From an optimization exercise on the open Yosys and OpenROAD flow, aimed at small area and a short achievable clock period; shortcuts taken in it are not production practice. At most, simulation tests tie the RTL to the original design; equivalence was not proved.

Setup of run 1:
==> flow/design.v <==
module rse_compose (
    input  wire        clk,
    input  wire        rst,
    input  wire        in_valid,
    input  wire [11:0] bg_y,
    input  wire [11:0] bg_cb,
    input  wire [11:0] bg_cr,
    input  wire        l0_cover,
    input  wire [7:0]  l0_alpha,
    input  wire [1:0]  l0_depth,
    input  wire [15:0] l0_y,
    input  wire [15:0] l0_cb,
    input  wire [15:0] l0_cr,
    input  wire        l1_cover,
    input  wire [7:0]  l1_alpha,
    input  wire [1:0]  l1_depth,
    input  wire [15:0] l1_y,
    input  wire [15:0] l1_cb,
    input  wire [15:0] l1_cr,
    input  wire        l2_cover,
    input  wire [7:0]  l2_alpha,
    input  wire [1:0]  l2_depth,
    input  wire [15:0] l2_y,
    input  wire [15:0] l2_cb,
    input  wire [15:0] l2_cr,
    input  wire        l3_cover,
    input  wire [7:0]  l3_alpha,
    input  wire [1:0]  l3_depth,
    input  wire [15:0] l3_y,
    input  wire [15:0] l3_cb,
    input  wire [15:0] l3_cr,
    output reg         out_valid,
    output reg  [11:0] out_y,
    output reg  [11:0] out_cb,
    output reg  [11:0] out_cr
);
    function [11:0] widen(input [1:0] depth, input [15:0] raw);
        case (depth)
            2'd1:    widen = {raw[9:0], 2'b00};
            2'd2:    widen = raw[11:0];
            default: widen = {raw[7:0], 4'b0000};
        endcase
    endfunction
    function [19:0] numer(input [7:0] alpha, input [11:0] s, input [11:0] o);
        integer i;
        begin
            numer = 20'd128;
            for (i = 0; i < 8; i = i + 1)
                numer = numer + ((alpha[i] ? {8'd0, s} : {8'd0, o}) << i);
        end
    endfunction
    function [11:0] div255(input [19:0] z);
        reg [27:0] x;
        begin
            x = {z, 8'd0} + {8'd0, z} + {16'd0, z[19:8]};
            div255 = x[27:16];
        end
    endfunction
    reg        v0;
    reg [35:0] c0;
    reg [43:0] l0 [0:3];       
    always @(posedge clk) begin
        v0 <= in_valid & ~rst;
        c0 <= {bg_y, bg_cb, bg_cr};
        l0[0] <= {l0_cover ? l0_alpha : 8'd0,
                  widen(l0_depth, l0_y), widen(l0_depth, l0_cb), widen(l0_depth, l0_cr)};
        l0[1] <= {l1_cover ? l1_alpha : 8'd0,
                  widen(l1_depth, l1_y), widen(l1_depth, l1_cb), widen(l1_depth, l1_cr)};
        l0[2] <= {l2_cover ? l2_alpha : 8'd0,
                  widen(l2_depth, l2_y), widen(l2_depth, l2_cb), widen(l2_depth, l2_cr)};
        l0[3] <= {l3_cover ? l3_alpha : 8'd0,
                  widen(l3_depth, l3_y), widen(l3_depth, l3_cb), widen(l3_depth, l3_cr)};
    end
    reg        vn [0:3];
    reg [59:0] zn [0:3];
    reg        vd [0:3];
    reg [35:0] od [0:3];
    reg [175:0] ln [0:3];
    reg [175:0] ld [0:3];
    wire        vi [0:3];
    wire [35:0] oi [0:3];
    wire [175:0] li [0:3];
    assign vi[0] = v0;
    assign oi[0] = c0;
    assign li[0] = {l0[3], l0[2], l0[1], l0[0]};
    genvar k;
    generate
        for (k = 0; k < 4; k = k + 1) begin : g_layer
            if (k > 0) begin : g_in
                assign vi[k] = vd[k-1];
                assign oi[k] = od[k-1];
                assign li[k] = ld[k-1];
            end
            wire [7:0]  alpha = li[k][44*k+43:44*k+36];
            wire [35:0] smp   = li[k][44*k+35:44*k];
            always @(posedge clk) begin
                vn[k] <= vi[k] & ~rst;
                zn[k] <= {numer(alpha, smp[35:24], oi[k][35:24]),
                          numer(alpha, smp[23:12], oi[k][23:12]),
                          numer(alpha, smp[11:0],  oi[k][11:0])};
                ln[k] <= li[k];
                vd[k] <= vn[k] & ~rst;
                od[k] <= {div255(zn[k][59:40]), div255(zn[k][39:20]), div255(zn[k][19:0])};
                ld[k] <= ln[k];
            end
        end
    endgenerate
    always @(*) begin
        out_valid = vd[3];
        {out_y, out_cb, out_cr} = od[3];
    end
endmodule
Settings: LEC_CHECK=0, CAP_MARGIN=20, CORE_MARGIN=2, CORE_UTILIZATION=40, SLEW_MARGIN=20; clock period 20.0 ns.
standard.sh (not shown) runs the stock make flow with config.mk's settings and CLKGATE_MAP_FILE= SYNTH_SCRIPT=/design/flow/synth_recipe.tcl, a recipe that flattens the netlist after the stock synthesis.
==> flow/flow/run.sh <==
#!/bin/bash
# The standard layout, with plain buffers (not delay cells) on the ports.
set -euo pipefail
export BUFFER_PORTS_ARGS="-buffer_cell sky130_fd_sc_hd__buf_2"
bash standard.sh > make_flow.log 2>&1
Run 1 ran to completion and came out clean on the timing, DRC and antenna checks.
## Diff of input files: run 2 against run 1
Settings: swapping 40 for 65 in CORE_UTILIZATION; putting PLACE_DENSITY at 0.75 where nothing was set; putting CTS_BUF_LIST at sky130_fd_sc_hd__clkbuf_8 where nothing was set; putting CTS_CLUSTER_SIZE at 30 where nothing was set.
==> flow/run.sh (new file) <==
#!/bin/bash
# synth_recipe.tcl (not shown) runs the flow's synth.tcl, then flattens the netlist and writes it again
# the make line also repeats each setting of config.mk as NAME=value (left out here)
make -C /OpenROAD-flow-scripts/flow DESIGN_CONFIG=/design/flow/config.mk WORK_HOME=/design/flow/orfs CLKGATE_MAP_FILE= SYNTH_SCRIPT=/design/flow/synth_recipe.tcl finish
removed: flow/flow/run.sh
removed: flow/standard.sh
==> comparison <==
Between run 1 and run 2, number of non-filler instances in the completed layout is higher for run 1, run 2 comes in under that.
Compared to run 1, run 2 has longest individual stage delay on the worst path 0.17 ns lower.
Comparing run 1 and run 2, global-route usage is higher on run 2.
Inputs modified between run 2 and run 3:
Settings: CTS_BUF_LIST no longer set, was sky130_fd_sc_hd__clkbuf_8; CTS_CLUSTER_SIZE no longer set, was 30; CORE_UTILIZATION now 40, was 65; PLACE_DENSITY no longer set, was 0.75.
==> summary.txt <==
Between run 2 and run 3, the proportion of synthesized area in mux cells does not differ in any meaningful way.
Summary of run 3 over run 2: worst-case setup slack after placement went down by 0.20 ns; worst hold slack went up 0.0050 ns.
Between run 3 and run 2, it is run 3 whose final cell count is higher, by 886.
Across run 2 and run 3, the outcome is the same: a clean finish for every run.
In the tables for run 2 and run 3, total number of H-tree levels reads higher with run 2.
Changes observed in run 3 relative to run 2: count of clock-buffer cells in the layout went down 69; area growth from synthesis to layout climbed 1.9 points.

========
== v6 ==
Another version of the RTL of rse_compose (not shown whole).
Size in the first run: roughly 6,900 cells after synthesis, ~1,100 flip-flops, roughly 310 I/O pins, roughly 73,000 um^2 of cells after synthesis.
==> flow/config.mk <==
export PLATFORM = sky130hd
export DESIGN_NAME = rse_compose
export DESIGN_NICKNAME = rse_compose
export VERILOG_FILES = /design/flow/design.v
export SDC_FILE = /design/flow/constraint.sdc
export NUM_CORES = 4
export LEC_CHECK = 0
export CAP_MARGIN = 20
export CORE_MARGIN = 2
export CORE_UTILIZATION = 40
export CTS_CLUSTER_DIAMETER = 100
export CTS_CLUSTER_SIZE = 28
export SLEW_MARGIN = 20
==> flow/constraint.sdc <==
create_clock -name core_clock -period 20.0 [get_ports {clk}]
set_input_delay 4.0000 -clock core_clock [delete_from_list [all_inputs] [get_ports {clk}]]
set_output_delay 4.0000 -clock core_clock [all_outputs]
set_load 0.01 [all_outputs]
==> flow/flow/run.sh <==
#!/bin/bash
# The standard layout, with plain buffers (not delay cells) on the ports,
# and timing repair aimed at a 5.2 ns cycle (slack 14.8 ns at the 20 ns clock).
set -euo pipefail
export BUFFER_PORTS_ARGS="-buffer_cell sky130_fd_sc_hd__buf_2"
export SETUP_SLACK_MARGIN=14.8
bash standard.sh > make_flow.log 2>&1
### v6 -> v7
diff --git a/flow/flow/run.sh b/flow/flow/run.sh
--- a/flow/flow/run.sh
+++ b/flow/flow/run.sh
@@ -3 +3 @@
-# and timing repair aimed at a 5.2 ns cycle (slack 14.8 ns at the 20 ns clock).
+# and timing repair aimed at a 5.35 ns cycle (slack 14.65 ns at the 20 ns clock).
@@ -6 +6 @@
-export SETUP_SLACK_MARGIN=14.8
+export SETUP_SLACK_MARGIN=14.65
--- outcome ---
Diff v6 -> v7: transition time of the tightest slew-check pin has decreased; register-to-register slack closely matched the old numbers; count of fill cells added during filler insertion went up about 1.3%. [compare] base=v6 new=v7: share of the clock period used by the worst path after layout held; quantity of gates resized following cts down 51. [v7] final design utilization fell 0.79 points relative to v6. Compare v7 and v6 | final design area excluding fillers lower: v7. Proportion of cell area occupied by registers: v7 vs v6 up 0.43 points. Of the two values seen for termination of the worst setup path, zn[0][17] was produced by v7 and zn[0][58] by v6.

========
lane 1:
rse_compose, a different RTL version from the one above (not shown whole).
For scale: about 6900 cells after synthesis, about 310 I/O pins, ~75000 um^2 of cells after synthesis.
Settings: LEC_CHECK=0, CAP_MARGIN=20, CORE_MARGIN=2, CORE_UTILIZATION=60, PLACE_DENSITY=0.7, SLEW_MARGIN=20; clock period 20.0 ns.
==> flow/flow/run.sh <==
#!/bin/bash
# The standard layout, with plain buffers (not delay cells) on the ports,
# and timing repair aimed at a 5.2 ns cycle (slack 14.9 ns at the 20 ns clock).
set -euo pipefail
export BUFFER_PORTS_ARGS="-buffer_cell sky130_fd_sc_hd__buf_2"
export SETUP_SLACK_MARGIN=14.9
bash standard.sh > make_flow.log 2>&1
Lane 1: full flow OK, the timing, DRC and antenna checks passed
#### Input delta (lane 2 over lane 1)
diff --git a/flow/config.mk b/flow/config.mk
--- a/flow/config.mk
+++ b/flow/config.mk
@@ -9,4 +9,3 @@
 export CORE_MARGIN = 2
-export CORE_UTILIZATION = 60
-export PLACE_DENSITY = 0.7
+export CORE_UTILIZATION = 40
 export SLEW_MARGIN = 20
## What came out
- Lane 2 closes out successfully: all stages finished, all timing, DRC and antenna checks passed.
- A slowest cell on the critical path of sky130_fd_sc_hd__fa_2 is what lane 1 shows, while sky130_fd_sc_hd__dfxtp_2 belongs to lane 2.
- Detailed-route wire length on metal 1: lane 2 higher than lane 1
- Lane 2 against lane 1: part of the cycle the worst path needs went down by 0.22 points, area share of buffers outside the clock network roughly the same, final weighted congestion in routability-driven placement dropped 2.8%, layout cell share with drive strength beyond 1 shows no meaningful change.
The inputs of lane 3 differ from those of lane 2 as listed below.
==> flow/flow/run.sh <==
#!/bin/bash
# The standard layout, with plain buffers (not delay cells) on the ports,
# and timing repair aimed at a 5.2 ns cycle (slack 14.8 ns at the 20 ns clock).
set -euo pipefail
export BUFFER_PORTS_ARGS="-buffer_cell sky130_fd_sc_hd__buf_2"
export SETUP_SLACK_MARGIN=14.8
bash standard.sh > make_flow.log 2>&1
diff --git a/flow/config.mk b/flow/config.mk
--- a/flow/config.mk
+++ b/flow/config.mk
@@ -10,2 +10,4 @@
 export CORE_UTILIZATION = 40
+export CTS_CLUSTER_DIAMETER = 100
+export CTS_CLUSTER_SIZE = 28
 export SLEW_MARGIN = 20
==> comparison <==
Cmp lane 3 vs lane 2: cell count lower in lane 3. Lane 3 ends up with a required time reported for the critical path endpoint that is 4620 ps higher than in lane 2. Taking lane 2 over lane 3, the non-clock buffer count ratio works out to 1.16.
Here is what was changed in the inputs of lane 4 compared with lane 3.
diff --git a/flow/config.mk b/flow/config.mk
--- a/flow/config.mk
+++ b/flow/config.mk
@@ -10,4 +10,4 @@
 export CORE_UTILIZATION = 40
-export CTS_CLUSTER_DIAMETER = 100
-export CTS_CLUSTER_SIZE = 28
+export CTS_CLUSTER_DIAMETER = 50
+export CTS_CLUSTER_SIZE = 20
 export SLEW_MARGIN = 20
### Flow results
Looking at origin of the worst setup path, the od[3][9]$_DFF_P_ result is from lane 4; the l0[0][36]$_DFF_P_ one comes from lane 3. Filler cell count in lane 4 is about 1.7% below lane 3. Changes observed in lane 4 relative to lane 3: final non-filler cell total went up 144; global placer's final weighted congestion held. | total stage count of the critical path | higher: lane 3 |. On worst endpoint data arrival time, the higher figure sits with lane 3, not lane 4.
No run of this note included a check of the RTL's function; only the layout flow was run.

========
== xenon ==
Another version of the RTL of rse_compose (not shown whole).
Size: about 6,600 cells after synthesis, ~310 I/O pins.
==> flow/design.v (excerpt) <==
module rse_compose (
    input  wire        clk,
    input  wire        rst,
    input  wire        in_valid,
    input  wire [11:0] bg_y,
    input  wire [11:0] bg_cb,
    input  wire [11:0] bg_cr,
    input  wire        l0_cover,
    input  wire [7:0]  l0_alpha,
    input  wire [1:0]  l0_depth,
    input  wire [15:0] l0_y,
    input  wire [15:0] l0_cb,
    input  wire [15:0] l0_cr,
    input  wire        l1_cover,
    input  wire [7:0]  l1_alpha,
    input  wire [1:0]  l1_depth,
    input  wire [15:0] l1_y,
    input  wire [15:0] l1_cb,
    input  wire [15:0] l1_cr,
    input  wire        l2_cover,
    input  wire [7:0]  l2_alpha,
    input  wire [1:0]  l2_depth,
    input  wire [15:0] l2_y,
    input  wire [15:0] l2_cb,
    input  wire [15:0] l2_cr,
    input  wire        l3_cover,
    input  wire [7:0]  l3_alpha,
    input  wire [1:0]  l3_depth,
    input  wire [15:0] l3_y,
    input  wire [15:0] l3_cb,
    input  wire [15:0] l3_cr,
    output reg         out_valid,
    output reg  [11:0] out_y,
    output reg  [11:0] out_cb,
    output reg  [11:0] out_cr
);
Settings: LEC_CHECK=0, CAP_MARGIN=20, CORE_MARGIN=2, CORE_UTILIZATION=55, CTS_CLUSTER_DIAMETER=100, CTS_CLUSTER_SIZE=28, PLACE_DENSITY=0.65, SLEW_MARGIN=20; clock period 20.0 ns.
==> flow/flow/run.sh <==
#!/bin/bash
# The standard layout, with plain buffers (not delay cells) on the ports,
# and timing repair aimed at a 5.35 ns cycle (slack 14.65 ns at the 20 ns clock).
set -euo pipefail
export BUFFER_PORTS_ARGS="-buffer_cell sky130_fd_sc_hd__buf_2"
export SETUP_SLACK_MARGIN=14.65
bash standard.sh > make_flow.log 2>&1
xenon did not stop at any stage, and its layout met the timing, DRC and antenna checks.
diff inputs: xenon => indigo
# xenon
export LEC_CHECK = 0
export CAP_MARGIN = 20
export CORE_MARGIN = 2
export CORE_UTILIZATION = 55
export CTS_CLUSTER_DIAMETER = 100
export CTS_CLUSTER_SIZE = 28
export PLACE_DENSITY = 0.65
export SLEW_MARGIN = 20
create_clock -name core_clock -period 20.0 [get_ports {clk}]
# indigo
export LEC_CHECK = 0
export CAP_MARGIN = 20
export CORE_MARGIN = 2
export CORE_UTILIZATION = 40
export CTS_CLUSTER_DIAMETER = 100
export CTS_CLUSTER_SIZE = 28
export SLEW_MARGIN = 20
create_clock -name core_clock -period 20.0 [get_ports {clk}]
Notes after the runs:
indigo vs. xenon: worst hold slack after final layout held. Compared indigo vs xenon, and total inserted antenna cells is up in indigo. indigo: worst setup slack lower than xenon. Delta(sequential cell area share, indigo - xenon) < 0. In indigo the wire length of the first global-routing pass turned out 3.7% higher than in xenon. Re worst-case register-to-register setup slack: xenon was higher than indigo.
Input-level comparison between tundra and indigo:
diff --git a/flow/flow/run.sh b/flow/flow/run.sh
--- a/flow/flow/run.sh
+++ b/flow/flow/run.sh
@@ -3 +3 @@
-# and timing repair aimed at a 5.35 ns cycle (slack 14.65 ns at the 20 ns clock).
+# and timing repair aimed at a 5.25 ns cycle (slack 14.75 ns at the 20 ns clock).
@@ -6 +6 @@
-export SETUP_SLACK_MARGIN=14.65
+export SETUP_SLACK_MARGIN=14.75
==> summary.txt <==
- | post-detailed-route via-to-cell ratio | tundra vs indigo | 0.029 lower |
- tundra and indigo ended up with roughly the same final period utilization.
- Total routing resource utilization after global routing (lower): indigo
- tundra falls short of indigo in hold slack.
- Compared with indigo, tundra shows final area higher by 1.1%.
- In the tables for indigo and tundra, largest clock skew in the final design reads higher with tundra.
- The run showing the greater final setup slack of the worst path is tundra.
- tundra ends up with a worst endpoint required time that is 4.64 ns lower than in indigo.
- Summary: with indigo as the reference, wire length in tundra moved up slightly.

-- separate check: timing with driven ports --
In the flow no input, the clock included, has a driving cell. The finished layouts below were timed again as built, in two steps. Step 1 (the two cells are an assumption about what drives the block):
set clk [get_ports {clk}]
set_driving_cell -lib_cell sky130_fd_sc_hd__clkbuf_16 $clk
set_driving_cell -lib_cell sky130_fd_sc_hd__buf_2 [delete_from_list [all_inputs] $clk]
Step 2 also shifts input and output timing later by t, the mid clock arrival at the registers, as if the neighbouring blocks saw the same clock. Three values: no drivers, after step 1, after step 2; two values: the first two.
run | t, ns | setup slack, ns | worst setup path after step 2 | worst register clock-pin slew, ns
run 1 | 0.840 | 14.425 / 14.425 / 14.168 | input to register | 0.07 / 0.07
run 2 | 0.987 | 14.132 / 14.059 / 13.888 | input to register | 0.07 / 0.07
run 3 | 0.852 | 14.282 / 14.194 / 13.820 | input to register | 0.07 / 0.07
v6 | 0.812 | 14.736 / 14.676 / 14.736 | register to register | 0.11 / 0.11
v7 | 0.798 | 14.727 / 14.675 / 14.727 | register to register | 0.11 / 0.11
lane 1 | 0.810 | 14.753 / 14.693 / 14.753 | register to register | 0.07 / 0.07
lane 2 | 0.835 | 14.797 / 14.721 / 14.812 | register to register | 0.07 / 0.07
lane 3 | 0.795 | 14.762 / 14.723 / 14.762 | register to register | 0.12 / 0.12
lane 4 | 0.888 | 14.737 / 14.647 / 14.768 | register to register | 0.08 / 0.08
xenon | 0.788 | 14.816 / 14.739 / 14.488 | input to register | 0.11 / 0.11
indigo | 0.801 | 14.758 / 14.728 / 14.445 | input to register | 0.11 / 0.11
tundra | 0.830 | 14.773 / 14.694 / 14.482 | input to register | 0.11 / 0.11
After both steps every run listed still meets setup and hold. For run 3, which loses most, drivers alone change the setup slack by -0.088 ns; drivers and shift together by -0.462 ns.
